This is an optimization exercise on Yosys and OpenROAD, whose aim is small area, a short achievable clock period and few clock cycles, not a production implementation.
In this exercise RTL edits were held to simulation tests only and were not proved equivalent to the original.

== run a ==
// crc_block
module crc_block (
    input  wire        clk,
    input  wire        rst,
    input  wire        reg_we,
    input  wire [9:0]  reg_waddr,
    input  wire [31:0] reg_wdata,
    input  wire        reg_re,
    input  wire [9:0]  reg_raddr,
    output wire [31:0] reg_rdata,
    input  wire        cmd_valid,
    input  wire        cmd_op,
    input  wire [3:0]  cmd_unit,
    output reg         cmd_ready,
    output reg         resp_valid,
    output reg  [7:0]  resp_status,
    input  wire        s_valid,
    output wire        s_ready,
    input  wire [7:0]  s_data,
    input  wire        s_first,
    input  wire        s_last,
    input  wire        s_dir,       
    input  wire [7:0]  s_svc,
    input  wire [15:0] s_peer,
    output reg         r_valid,
    output reg         r_hit,
    output reg  [3:0]  r_unit,
    output reg         r_ok,
    output reg  [10:0] r_len,
    output reg  [31:0] r_crc,
    output reg  [31:0] r_app
);
    localparam [7:0] ST_OK        = 8'h00;
    localparam [7:0] ST_BIND_DUP  = 8'h40;
    localparam [7:0] ST_CFG_RANGE = 8'h41;
    function [7:0] rev8(input [7:0] b);
        integer i;
        begin
            for (i = 0; i < 8; i = i + 1)
                rev8[i] = b[7-i];
        end
    endfunction
    function [31:0] rev32(input [31:0] v);
        integer i;
        begin
            for (i = 0; i < 32; i = i + 1)
                rev32[i] = v[31-i];
        end
    endfunction
    function [31:0] width_mask(input [5:0] w);
        integer i;
        begin
            for (i = 0; i < 32; i = i + 1)
                width_mask[i] = (i < w);
        end
    endfunction
    function [2:0] chk_bytes(input [5:0] w);
        begin
            if (w <= 6'd8)       chk_bytes = 3'd1;
            else if (w <= 6'd16) chk_bytes = 3'd2;
            else if (w <= 6'd24) chk_bytes = 3'd3;
            else                 chk_bytes = 3'd4;
        end
    endfunction
    function [31:0] crc8_al(input [31:0] crc, input [7:0] b, input [31:0] poly);
        reg [31:0] r;
        integer k;
        begin
            r = crc ^ {b, 24'd0};
            for (k = 0; k < 8; k = k + 1)
                r = r[31] ? ((r << 1) ^ poly) : (r << 1);
            crc8_al = r;
        end
    endfunction
    function [27:0] crc_amat(input [31:0] p);
        reg [63:0] a;
        reg        x;
        integer    k, i, j;
        begin
  ...
Size: roughly 11000 cells after synthesis, roughly 4400 flip-flops, ~220 I/O pins, roughly 180000 um2 of cells after synthesis.
export LEC_CHECK = 0
export CAP_MARGIN = 20
export CORE_MARGIN = 2
export CORE_UTILIZATION = 60
export PLACE_DENSITY = 0.7
export SLEW_MARGIN = 20
export SYNTH_HIERARCHICAL = 1
create_clock -name core_clock -period 18.0 [get_ports {clk}]
standard.sh (not shown) runs the stock make flow with config.mk's settings and CLKGATE_MAP_FILE= SYNTH_SCRIPT=/design/flow/synth_recipe.tcl, a recipe that flattens the netlist after the stock synthesis.
==> flow/flow/run.sh <==
#!/bin/bash
# Layout flow: the standard ORFS flow (standard.sh: the unchanged standard
# synthesis, floorplan, power grid, placement, CTS and routing) with these
# changes to how the layout is made:
#  - timing repair aims below the clock period: repair_timing works on the
#    worst paths longer than 18 ns - SETUP_SLACK_MARGIN;
#  - ports get buf_2 buffers (repair resizes them where timing needs it);
set -euo pipefail
bash standard.sh \
  SETUP_SLACK_MARGIN=12.5 \
  TNS_END_PERCENT=5 \
  "BUFFER_PORTS_ARGS=-buffer_cell sky130_fd_sc_hd__buf_2" \
  "CTS_ARGS=-sink_clustering_enable -repair_clock_nets -sink_clustering_size 25 -sink_clustering_max_diameter 70 -dont_use_dummy_load" \
  finish > flow.log 2>&1
Testbench counts of run a, summed over its fixed seeds: cycles 65,467.
Here is what was changed in the inputs of run b compared with run a.
--- a/flow/design.v
+++ b/flow/design.v
@@ -288,31 +288,31 @@
     crc_block_sel16 #(.W(32)) mx_good (.sel(sel_good), .d(u_good),   .q(m_good));
     crc_block_sel16 #(.W(32)) mx_bad  (.sel(sel_bad),  .d(u_bad),    .q(m_bad));
     wire [5:0]  m_width  = m_cfgw[5:0];
     wire        m_refin  = m_cfgw[6];
     wire        m_refout = m_cfgw[7];
     wire        m_order  = m_cfgw[8];
     wire        m_strip  = m_cfgw[9];
     wire [1:0]  m_mode   = m_cfgw[11:10];
     wire [7:0]  m_svc    = m_bindw[7:0];
     wire [15:0] m_peer   = m_bindw[23:8];
-    wire [31:0] st_w  = ((reg_raddr[9:2] == 8'h00) ? {16'd0, en}  : 32'd0) |
-                        ((reg_raddr[9:2] == 8'h01) ? {16'd0, err} : 32'd0);
-    wire [31:0] cfg_w = {18'd0, m_mode, m_strip, m_order, m_refout, m_refin, 2'd0, m_width};
-    reg  [31:0] rd_1_n, rd_2_n, rd_3_n, rd_4_n;
+    wire [31:0] rdata_a = ((reg_raddr[9:2] == 8'h00) ? {16'd0, en}  : 32'd0) |
+                          ((reg_raddr[9:2] == 8'h01) ? {16'd0, err} : 32'd0) |
+                          {18'd0, m_mode, m_strip, m_order, m_refout, m_refin, 2'd0, m_width} |
+                          m_poly | m_init | m_xorout | {m_peer, 8'd0, m_svc};
+    wire [31:0] rdata_b = m_check | m_good | m_bad;
+    reg  [31:0] rd_a_n, rd_b_n;    
     always @(posedge clk) begin
-        rd_1_n <= ~(st_w | cfg_w | m_poly);
-        rd_2_n <= ~(m_init | m_xorout | {m_peer, 8'd0, m_svc});
-        rd_3_n <= rst_q ? 32'hFFFF_FFFF : ~(m_check | m_good);
-        rd_4_n <= rst_q ? 32'hFFFF_FFFF : ~m_bad;
+        rd_a_n <= ~rdata_a;
+        rd_b_n <= rst_q ? 32'hFFFF_FFFF : ~rdata_b;
     end
-    assign reg_rdata = ~(rd_1_n & rd_2_n & rd_3_n & rd_4_n);
+    assign reg_rdata = ~(rd_a_n & rd_b_n);
     wire [63:0] p_poly_w = {p_poly, 32'd0} >> p_width;
     wire [63:0] p_init_w = {p_init, 32'd0} >> p_width;
     wire [31:0] crc_in   = c_first ? f_init : run_crc;
     wire [10:0] n_in     = c_first ? 11'd0 : run_n;
     wire [31:0] hist_in  = c_first ? 32'd0 : run_hist;
     wire        feed     = !f_dir || (!c_first && run_fed);
     wire [7:0]  hist_c   = ({8{f_coh[0]}} & run_hist[7:0])   | ({8{f_coh[1]}} & run_hist[15:8]) |
                            ({8{f_coh[2]}} & run_hist[23:16]) | ({8{f_coh[3]}} & run_hist[31:24]);
     wire [7:0]  feed_b   = f_dir ? hist_c : c_data;
     wire [7:0]  feed_r   = f_refin ? rev8(feed_b) : feed_b;
Findings:
No run among run b and run a stopped early or left any final violation; all are clean.
On total standard cell area after synthesis, run a loses to run b.
Run a -> run b: detailed-placement wirelength estimate decreased by a few percent
Run b vs. run a: number of distinct library cell variants in the gate-level netlist after synthesis now sits higher; post-CTS setup buffer count up about 340%; initial core utilization dropped 0.26 points.
Testbench counts of run b, summed over its fixed seeds: cycles 65,467.

separate check: timing with driven ports:
Ports are ideal in the flow. The routed layouts listed here were re-timed in OpenROAD. Step 1: set_driving_cell puts a clkbuf_16 on clk and a buf_2 on each other input, an assumption about the parent block. Step 2 times the ports against the registers' clock, not the clock port: input delays grow and output delays shrink by t, the midpoint of the rising clock arrivals with the driver on. Slacks: ideal / step 1 / step 2; pairs: ideal / step 1.
run	t, ns	setup WS [ns]	worst setup path after step 2	cell pins on the clock port's net
run a	1.036	11.687 / 11.573 / 10.833	input to register	1
run b	1.018	12.269 / 12.212 / 11.208	input to register	1
After both steps setup and hold are still met in every run listed. For run b, which loses most, drivers alone change the setup slack by -0.057 ns; drivers and shift together by -1.061 ns.
